From an optimization exercise on the open Yosys and OpenROAD flow, aimed at small area; shortcuts taken in it are not production practice.
Function was checked by simulation only, so behaviour that the tests miss may differ from the original.

## red
Design dz_coarse_chain, start of the top module:
module dz_coarse_chain (
    input  wire        clk,
    input  wire        rst_n,
    input  wire        start,
    input  wire        stop,
    input  wire [2:0]  cfg_order,
    input  wire [6:0]  cfg_ratio_m1,
    input  wire [4:0]  cfg_taps_m1,
    input  wire [4:0]  cfg_sh_cic,
    input  wire [4:0]  cfg_sh_comp,
    input  wire [4:0]  cfg_sh_fast,
    input  wire        coef_we,
    input  wire [4:0]  coef_addr,
    input  wire [19:0] coef_data,
    input  wire        pdm_valid,
    input  wire        pdm_bit,
    output reg         running,
    output reg         cfg_err,
    output reg         out_valid,
    output wire [23:0] out_main,
    output wire [1:0]  out_main_sat,
    output wire [15:0] out_fast,
    output wire        out_fast_valid,
    output wire        out_fast_sat
);
    integer i;
    wire cfg_ok   = (cfg_order >= 3'd3) && (cfg_order <= 3'd5) && (cfg_ratio_m1 >= 7'd7);
    wire do_start = start && !running;
    wire go       = do_start && cfg_ok;
    wire accept   = pdm_valid && running && !stop;
    always @(posedge clk) begin
        if (!rst_n) begin
            running <= 1'b0;
            cfg_err <= 1'b0;
        end else if (do_start) begin
            running <= cfg_ok;
            cfg_err <= !cfg_ok;
        end else if (stop) begin
            running <= 1'b0;
        end
    end
    reg [4:0] cnt;      
    reg [2:0] ip;       
    always @(posedge clk) begin
        cnt <= cnt + 5'd1;
        if (!rst_n)
            ip <= 3'd0;
        else
            ip <= (ip >= 3'd4) ? 3'd0 : ip + 3'd1;
    end
    reg [6:0] bit_cnt;
    reg       pair_phase;
    reg       pend, pbit, pbnd, pwbnd;
    always @(posedge clk) begin
        if (!rst_n) begin
            bit_cnt    <= 7'd0;
            pair_phase <= 1'b0;
        end else if (go) begin
            bit_cnt    <= 7'd0;
            pair_phase <= 1'b0;
        end else if (accept) begin
            if (bit_cnt == cfg_ratio_m1) begin
                bit_cnt    <= 7'd0;
                pair_phase <= !pair_phase;
            end else begin
  ...
Size in the first run: roughly 6,100 cells after synthesis, ~2,000 flip-flops, ~110 I/O pins, ~70,000 µm² of cells after synthesis.
clock: 14.0 ns
lec_check: 0
cap_margin: 20
core_margin: 2
core_utilization: 55
cts_cluster_diameter: 80
cts_cluster_size: 30
slew_margin: 20
standard.sh (not shown) runs the stock make flow with config.mk's settings and CLKGATE_MAP_FILE= SYNTH_SCRIPT=/design/flow/synth_recipe.tcl, a recipe that flattens the netlist after the stock synthesis.
==> flow/flow/run.sh <==
#!/bin/bash
set -euo pipefail
cd "$(dirname "$0")/.."
export BUFFER_PORTS_ARGS="-buffer_cell sky130_fd_sc_hd__buf_1"
bash standard.sh > standard_flow.log 2>&1
The inputs of orange differ from those of red as listed below.
--- a/flow/design.v
+++ b/flow/design.v
@@ -415,26 +415,27 @@
             wire one = kval & (bs[2*m+1] ^ bs[2*m]);
             wire two = kval & ((bs[2*m+2] & ~bs[2*m+1] & ~bs[2*m]) |
                                (~bs[2*m+2] & bs[2*m+1] & bs[2*m]));
             wire neg = kval & bs[2*m+2];
             assign bneg[m] = neg;
             assign brow[m] = (({26{one}} & xs1) | ({26{two}} & xs2)) ^ {26{neg}};
         end
     endgenerate
-    localparam [48:0] KSX = -(49'd1 << 25) - (49'd1 << 27) - (49'd1 << 29) -
-                            (49'd1 << 31) - (49'd1 << 33);
-    wire [48:0] nk = KSX | {40'd0, bneg[4], 1'b0, bneg[3], 1'b0, bneg[2], 1'b0,
-                            bneg[1], 1'b0, bneg[0]};
+    localparam [48:0] KSX  = (49'd1 << 25) + (49'd1 << 27) + (49'd1 << 29) +
+                             (49'd1 << 31) + (49'd1 << 33);
+    localparam [48:0] AINI = -((KSX << 5) + (KSX >> 5));
+    wire [48:0] nk = {40'd0, bneg[4], 1'b0, bneg[3], 1'b0, bneg[2], 1'b0,
+                      bneg[1], 1'b0, bneg[0]};
     wire [48:0] q0 = {23'd0, ~brow[0][25], brow[0][24:0]};
     wire [48:0] q1 = {21'd0, ~brow[1][25], brow[1][24:0], 2'd0};
     wire [48:0] q2 = {19'd0, ~brow[2][25], brow[2][24:0], 4'd0};
     wire [48:0] q3 = {17'd0, ~brow[3][25], brow[3][24:0], 6'd0};
     wire [48:0] q4 = {15'd0, ~brow[4][25], brow[4][24:0], 8'd0};
-    wire [48:0] abase = (pcur[4:0] != 5'd0) ? acc : (pass2 ? {acc[38:0], 10'd0} : 49'd0);
+    wire [48:0] abase = (pcur[4:0] != 5'd0) ? acc : (pass2 ? {acc[38:0], 10'd0} : AINI);
     wire [48:0] s1 = abase ^ q0 ^ q1;
     wire [48:0] c1 = {(abase & q0) | (abase & q1) | (q0 & q1), 1'b0};
     wire [48:0] s2 = q2 ^ q3 ^ q4;
     wire [48:0] c2 = {(q2 & q3) | (q2 & q4) | (q3 & q4), 1'b0};
     wire [48:0] s3 = s1 ^ c1 ^ s2;
     wire [48:0] c3 = {(s1 & c1) | (s1 & s2) | (c1 & s2), 1'b0};
     wire [48:0] s4 = s3 ^ c3 ^ c2;
     wire [48:0] c4 = {(s3 & c3) | (s3 & c2) | (c3 & c2), 1'b0};
[summary]
- red -> orange: final-report max-slew violation count delta 0, exact match
- orange vs red — wire length of the first global-routing pass rose about 3%.
- Compared to red, orange has non-clock buffer count 18 higher.
- orange against red: via count up 501, half-perimeter wire length after placement rose by 3.8%, largest vdd supply drop moved down.
- As far as number of gates resized after cts goes, orange and red are indistinguishable; the numbers are identical.

what the ideal ports hide:
How much do the figures lean on ideal ports? The routed layouts below were timed once more, with nothing changed but the port constraints. Step 1, drivers: a clkbuf_16 drives clk and a buf_2 each remaining input, both assumed. Step 2 adds t to the input delays and takes it off the output delays; t is the mean of the earliest and latest rising clock arrival at the registers after step 1. Input paths then give back, and output paths get back, about the clock's delay inside the block. a / b / c = no drivers / after step 1 / after step 2; a / b = the first two.
run	t (ns)	setup WS [ns]	latest minus earliest clock arrival (ns)	cell pins on the clock port's net
red	0.786	2.731 / 2.731 / 2.731	0.057 / 0.057	1
orange	0.802	2.342 / 2.322 / 2.322	0.066 / 0.066	1
After both steps setup and hold are still met in every run listed. For orange, which loses most, drivers alone change the setup slack by -0.020 ns; drivers and shift together by -0.020 ns.
